What follows belongs to an exercise in optimizing a design on an open flow for small area, a short achievable clock period and few clock cycles per item; a production flow would make more cautious choices. The RTL was checked by simulation tests, not by an equivalence proof against the original design. The flow treats the clock pin as an ideal source, which a real chip does not have. Power and IR drop assume default switching activity.

==> flow/design.v (excerpt) <==
module sage_enc (
    input  wire        clk,
    input  wire        rst,
    input  wire        in_valid,
    output wire        in_ready,
    input  wire [11:0] in_sample,
    input  wire [3:0]  in_mode,
    input  wire [3:0]  in_range,
    input  wire [7:0]  in_flags,
    input  wire [5:0]  in_chg_index,
    output wire        out_valid,
    input  wire        out_ready,
    output wire [31:0] out_data,
    output wire        out_last
);
For scale: roughly 1200 flip-flops, ~73 I/O pins.
Settings: LEC_CHECK=0, CAP_MARGIN=20, CORE_MARGIN=2, CORE_UTILIZATION=50, CTS_BUF_LIST=sky130_fd_sc_hd__clkbuf_16, CTS_CLUSTER_DIAMETER=80, CTS_CLUSTER_SIZE=20, GPL_ROUTABILITY_DRIVEN=1, PLACE_DENSITY=0.65, SLEW_MARGIN=20; clock period 15.0 ns.
standard.sh (not shown) runs the stock make flow with config.mk's settings and CLKGATE_MAP_FILE= SYNTH_SCRIPT=/design/flow/synth_recipe.tcl, a recipe that flattens the netlist after the stock synthesis.
==> flow/flow/run.sh <==
#!/bin/bash
# The standard layout (the standard.sh: unchanged synthesis and steps)
# with three hooks:
#  - after global placement, flow/ports.tcl sizes the buffers that
#    buffer_ports put on the input and output ports to buf_4;
#  - after clock tree synthesis, flow/rt.tcl runs a setup repair with a
#    margin, then legalises the placement again;
#  - after global routing, flow/grt.tcl repeats that repair with global-route
#    parasitics and re-routes the changed nets incrementally.
# make's full output goes to standard_flow.log; each ORFS step keeps its own
# log under orfs/logs/.
set -euo pipefail
export POST_GLOBAL_PLACE_TCL="$PWD/flow/ports.tcl"
export POST_CTS_TCL="$PWD/flow/rt.tcl"
export POST_GLOBAL_ROUTE_TCL="$PWD/flow/grt.tcl"
bash standard.sh > standard_flow.log 2>&1
==> flow/flow/grt.tcl <==
# After global routing: repair setup timing again, now with global-route
# parasitics and the same margin, then legalise and re-route the changed
# nets incrementally, as ORFS's own global-route repair does.
estimate_parasitics -global_routing
repair_timing -setup -setup_margin 11.3 -verbose
global_route -start_incremental
detailed_placement
global_route -end_incremental
check_placement -verbose
estimate_parasitics -global_routing
write_guides $::env(RESULTS_DIR)/route.guide
==> flow/flow/ports.tcl <==
# Size the buffers that buffer_ports put on the input and output ports
# (everything but the clock) to a plain buf_4.
set block [ord::get_db_block]
set nswap 0
foreach bterm [$block getBTerms] {
  set net [$bterm getNet]
  if {$net == "NULL"} { continue }
  if {[$net getSigType] == "CLOCK" || [$bterm getName] == "clk"} { continue }
  foreach iterm [$net getITerms] {
    set inst [$iterm getInst]
    set mname [[$inst getMaster] getName]
    if {[string match "sky130_fd_sc_hd__*buf*" $mname] && $mname != "sky130_fd_sc_hd__buf_4"} {
      replace_cell [get_cells [$inst getName]] sky130_fd_sc_hd__buf_4
      incr nswap
    }
  }
}
puts "ports.tcl: resized $nswap port buffers"
==> flow/flow/rt.tcl <==
# After clock tree synthesis: repair setup timing with a setup margin, so
# that paths longer than the clock period less the margin get resized or
# buffered (the constraints themselves are unchanged), then legalise again.
estimate_parasitics -placement
repair_timing -setup -setup_margin 11.3 -verbose
detailed_placement
check_placement -verbose
Testbench counts at the start, summed over its fixed seeds: cycles 66,400, blocks 1,024.
Edit:
--- a/flow/flow/grt.tcl
+++ b/flow/flow/grt.tcl
@@ -4,3 +4,3 @@
 estimate_parasitics -global_routing
-repair_timing -setup -setup_margin 11.3 -verbose
+repair_timing -setup -setup_margin 11.0 -verbose
 global_route -start_incremental
--- a/flow/flow/rt.tcl
+++ b/flow/flow/rt.tcl
@@ -4,3 +4,3 @@
 estimate_parasitics -placement
-repair_timing -setup -setup_margin 11.3 -verbose
+repair_timing -setup -setup_margin 11.0 -verbose
 detailed_placement
The new run produced a clean layout.
Sequential power hardly moves.
Wire length came out lower by 0.51%.
Power drops by 0.96%.
Register-to-register slack degrades by 130 ps.
Synthesized cell count is unchanged.

* * *

sage_enc, a different RTL version from the one above (not shown whole).
Size in the first run: about 5300 cells after synthesis, about 1300 flip-flops, roughly 63000 µm² of cells after synthesis.
## sage_enc
module sage_enc (
    input  wire        clk,
    input  wire        rst,
    input  wire        in_valid,
    output wire        in_ready,
    input  wire [11:0] in_sample,
    input  wire [3:0]  in_mode,
    input  wire [3:0]  in_range,
    input  wire [7:0]  in_flags,
    input  wire [5:0]  in_chg_index,
    output wire        out_valid,
    input  wire        out_ready,
    output wire [31:0] out_data,
    output wire        out_last
);
    localparam integer D = 68;           
    function [12:0] zigzag(input [11:0] a, input [11:0] b);
        reg [12:0] d;
        begin
            d = {a[11], a} - {b[11], b};
            zigzag = d[12] ? ~{d[11:0], 1'b0} : {d[11:0], 1'b0};
        end
    endfunction
    reg        in_rdy_r;
    reg  [6:0] occ;             
    wire       fire = in_valid & in_rdy_r;
    reg        iv;
    reg [11:0] ix;
    reg  [5:0] iidx;
    reg        ifirst, ilast;
    reg  [3:0] imode;
    reg  [3:0] im1h;            
    reg [17:0] imeta;
    assign in_ready = in_rdy_r;
    always @(posedge clk) begin
        ix     <= in_sample;
        ifirst <= (iidx == 6'd0);
        ilast  <= (iidx == 6'd63);
        if (fire && iidx == 6'd0) begin
            imode <= in_mode;
            im1h  <= {in_mode == 4'h5, in_mode == 4'h4, in_mode == 4'h3, in_mode == 4'h2};
            imeta <= {in_range, in_flags, in_chg_index};
        end
  ...
Settings: LEC_CHECK=0, CAP_MARGIN=20, CORE_MARGIN=2, CORE_UTILIZATION=25, CTS_BUF_LIST=sky130_fd_sc_hd__clkbuf_16, CTS_CLUSTER_DIAMETER=100, CTS_CLUSTER_SIZE=25, GPL_ROUTABILITY_DRIVEN=1, PLACE_DENSITY=0.4, SLEW_MARGIN=20; clock period 15.0 ns.
==> flow/flow/run.sh <==
#!/bin/bash
# The standard layout (the standard.sh, unchanged synthesis and steps),
# with one hook: right after global placement, flow/ports.tcl sizes the
# buffers that buffer_ports put on the input and output ports to buf_4.
# make's full output goes to standard_flow.log; each ORFS step keeps its own
# log under orfs/logs/.
set -euo pipefail
export POST_GLOBAL_PLACE_TCL="$PWD/flow/ports.tcl"
bash standard.sh > standard_flow.log 2>&1
Scripts as last shown in full above: flow/flow/ports.tcl
Testbench counts at the start, summed over its fixed seeds: cycles 66,276, blocks 1,024.
Rerun with:
--- a/flow/config.mk
+++ b/flow/config.mk
@@ -12,2 +12,2 @@
-export CTS_CLUSTER_DIAMETER = 100
-export CTS_CLUSTER_SIZE = 25
+export CTS_CLUSTER_DIAMETER = 80
+export CTS_CLUSTER_SIZE = 20
Power came out higher by 4.9%; design area came out higher by 1.2%; maximum frequency came out higher by 0.57%; utilization came out higher by 0.34 points; combinational power hardly moves; worst setup slack improved by 26 ps; synthesized area does not change.

* * *

lane 2:
sage_enc, a different RTL version from the one above (not shown whole).
Size: about 5000 cells after synthesis, about 1200 flip-flops, ~73 I/O pins, ~59000 sq um of cells after synthesis.
clock: 15.0 ns
lec_check: 0
cap_margin: 20
core_margin: 2
core_utilization: 50
cts_buf_list: sky130_fd_sc_hd__clkbuf_16
cts_cluster_diameter: 80
cts_cluster_size: 20
gpl_routability_driven: 1
place_density: 0.65
slew_margin: 20
==> flow/flow/run.sh <==
#!/bin/bash
# The standard layout (the standard.sh: unchanged synthesis and steps)
# with two hooks:
#  - after global placement, flow/ports.tcl sizes the buffers that
#    buffer_ports put on the input and output ports to buf_4;
#  - after clock tree synthesis, flow/rt.tcl runs a setup repair with a
#    margin, then legalises the placement again.
# make's full output goes to standard_flow.log; each ORFS step keeps its own
# log under orfs/logs/.
set -euo pipefail
export POST_GLOBAL_PLACE_TCL="$PWD/flow/ports.tcl"
export POST_CTS_TCL="$PWD/flow/rt.tcl"
bash standard.sh > standard_flow.log 2>&1
==> flow/flow/rt.tcl <==
# After clock tree synthesis: repair setup timing with a setup margin, so
# that paths longer than the clock period less the margin get resized or
# buffered (the constraints themselves are unchanged), then legalise again.
estimate_parasitics -placement
repair_timing -setup -setup_margin 10.7 -verbose
detailed_placement
check_placement -verbose
Scripts as last shown in full above: flow/flow/ports.tcl
Lane 2: PASS, flow complete, no timing, DRC or antenna violations
Testbench counts of lane 2, summed over its fixed seeds: cycles 66,408, blocks 1,024.
The inputs of lane 5 differ from those of lane 2 as listed below.
--- a/flow/config.mk
+++ b/flow/config.mk
@@ -9,3 +9,3 @@
 export CORE_MARGIN = 2
-export CORE_UTILIZATION = 50
+export CORE_UTILIZATION = 25
 export CTS_BUF_LIST = sky130_fd_sc_hd__clkbuf_16
@@ -14,3 +14,3 @@
 export GPL_ROUTABILITY_DRIVEN = 1
-export PLACE_DENSITY = 0.65
+export PLACE_DENSITY = 0.4
 export SLEW_MARGIN = 20
==> run notes <==
Each of the runs, namely lane 2 and lane 5, reached the end of the flow and came out clean. Looking at net load switching power across both flows, lane 5 is the weaker of the two, with lane 2 ahead. The core of lane 5 is less densely filled than that of lane 2. Wire: lane 5 routes more than lane 2. Worst setup slack (lower): lane 2. Number of clock buffers in the layout of lane 5 exceeds that of lane 2 by more than 10%. Lane 5: critical path depth 9 below lane 2.

* * *

sage_enc, a different RTL version from the one above (not shown whole).
Size in the first run: ~5,000 cells after synthesis, about 73 I/O pins, about 59,000 µm² of cells after synthesis.
clock: 15.0 ns
lec_check: 0
cap_margin: 20
core_margin: 2
core_utilization: 25
cts_buf_list: sky130_fd_sc_hd__clkbuf_16
cts_cluster_diameter: 80
cts_cluster_size: 20
gpl_routability_driven: 1
place_density: 0.4
slew_margin: 20
==> flow/flow/run.sh <==
#!/bin/bash
# The standard layout (the standard.sh: unchanged synthesis and steps)
# with three hooks:
#  - after global placement, flow/ports.tcl sizes the buffers that
#    buffer_ports put on the input and output ports to buf_4;
#  - after clock tree synthesis, flow/rt.tcl runs a setup repair with a
#    margin, then legalises the placement again;
#  - after global routing, flow/grt.tcl repeats that repair with global-route
#    parasitics and re-routes the changed nets incrementally.
# make's full output goes to standard_flow.log; each ORFS step keeps its own
# log under orfs/logs/.
set -euo pipefail
export POST_GLOBAL_PLACE_TCL="$PWD/flow/ports.tcl"
export POST_CTS_TCL="$PWD/flow/rt.tcl"
export POST_GLOBAL_ROUTE_TCL="$PWD/flow/grt.tcl"
bash standard.sh > standard_flow.log 2>&1
==> flow/flow/grt.tcl <==
# After global routing: repair setup timing again, now with global-route
# parasitics and the same margin, then legalise and re-route the changed
# nets incrementally, as ORFS's own global-route repair does.
estimate_parasitics -global_routing
repair_timing -setup -setup_margin 11.0 -verbose
global_route -start_incremental
detailed_placement
global_route -end_incremental
check_placement -verbose
estimate_parasitics -global_routing
write_guides $::env(RESULTS_DIR)/route.guide
==> flow/flow/rt.tcl <==
# After clock tree synthesis: repair setup timing with a setup margin, so
# that paths longer than the clock period less the margin get resized or
# buffered (the constraints themselves are unchanged), then legalise again.
estimate_parasitics -placement
repair_timing -setup -setup_margin 11.0 -verbose
detailed_placement
check_placement -verbose
Scripts as last shown in full above: flow/flow/ports.tcl
Testbench counts at the start, summed over its fixed seeds: cycles 66,400, blocks 1,024.
Edit:
CORE_UTILIZATION = 50   (was 25)
PLACE_DENSITY = 0.65   (was 0.4)
Clock-buffer cell count drops by 12.
Setup slack is better by 0.081 ns.
Via count climbs by 1.5%.
Area after synthesis is unchanged.
Sequential share of layout area climbs by 2.5 points.
Clock skew is about the same.

[separate check: timing with driven ports]
No port has a modelled driver above. Below, the same layouts with a new extraction and two added sets of constraints.
Step 1: set_driving_cell puts a clkbuf_16 on clk and a buf_2 on each other input, an assumption about the parent block.
Step 2, shift: input delay + t, output delay - t, t = (earliest + latest rising clock arrival at the registers) / 2. This alone moves slack from input paths to output paths.
a / b / c = ideal ports / drivers / drivers and shift; a / b = the first two.
run	shift t [ns]	setup WS [ns]	worst hold slack (ns)	worst register clock-pin slew, ns	worst data-port slew with drivers (ns)
the first run of note 1	0.779	10.768 / 10.687 / 10.663	0.418 / 0.418 / 0.418	0.09 / 0.09	0.13
the second run of note 1	0.778	10.775 / 10.694 / 10.400	0.415 / 0.415 / 0.415	0.09 / 0.09	0.15
the first run of note 2	0.818	10.478 / 10.478 / 10.014	0.429 / 0.429 / 0.429	0.11 / 0.11	0.30
the second run of note 2	0.839	10.504 / 10.504 / 9.946	0.422 / 0.422 / 0.422	0.09 / 0.09	0.26
lane 2	0.777	10.343 / 10.343 / 10.343	0.423 / 0.423 / 0.423	0.09 / 0.09	0.22
lane 5	0.859	10.609 / 10.519 / 10.245	0.398 / 0.398 / 0.398	0.10 / 0.10	0.20
the first run of note 4	0.842	10.677 / 10.590 / 10.408	0.421 / 0.421 / 0.421	0.09 / 0.09	0.22
the second run of note 4	0.772	10.758 / 10.697 / 10.500	0.410 / 0.410 / 0.410	0.10 / 0.10	0.20
After both steps setup and hold are still met in every run listed. For the second run of note 2, which loses most, drivers alone change the setup slack by 0.000 ns; drivers and shift together by -0.558 ns.
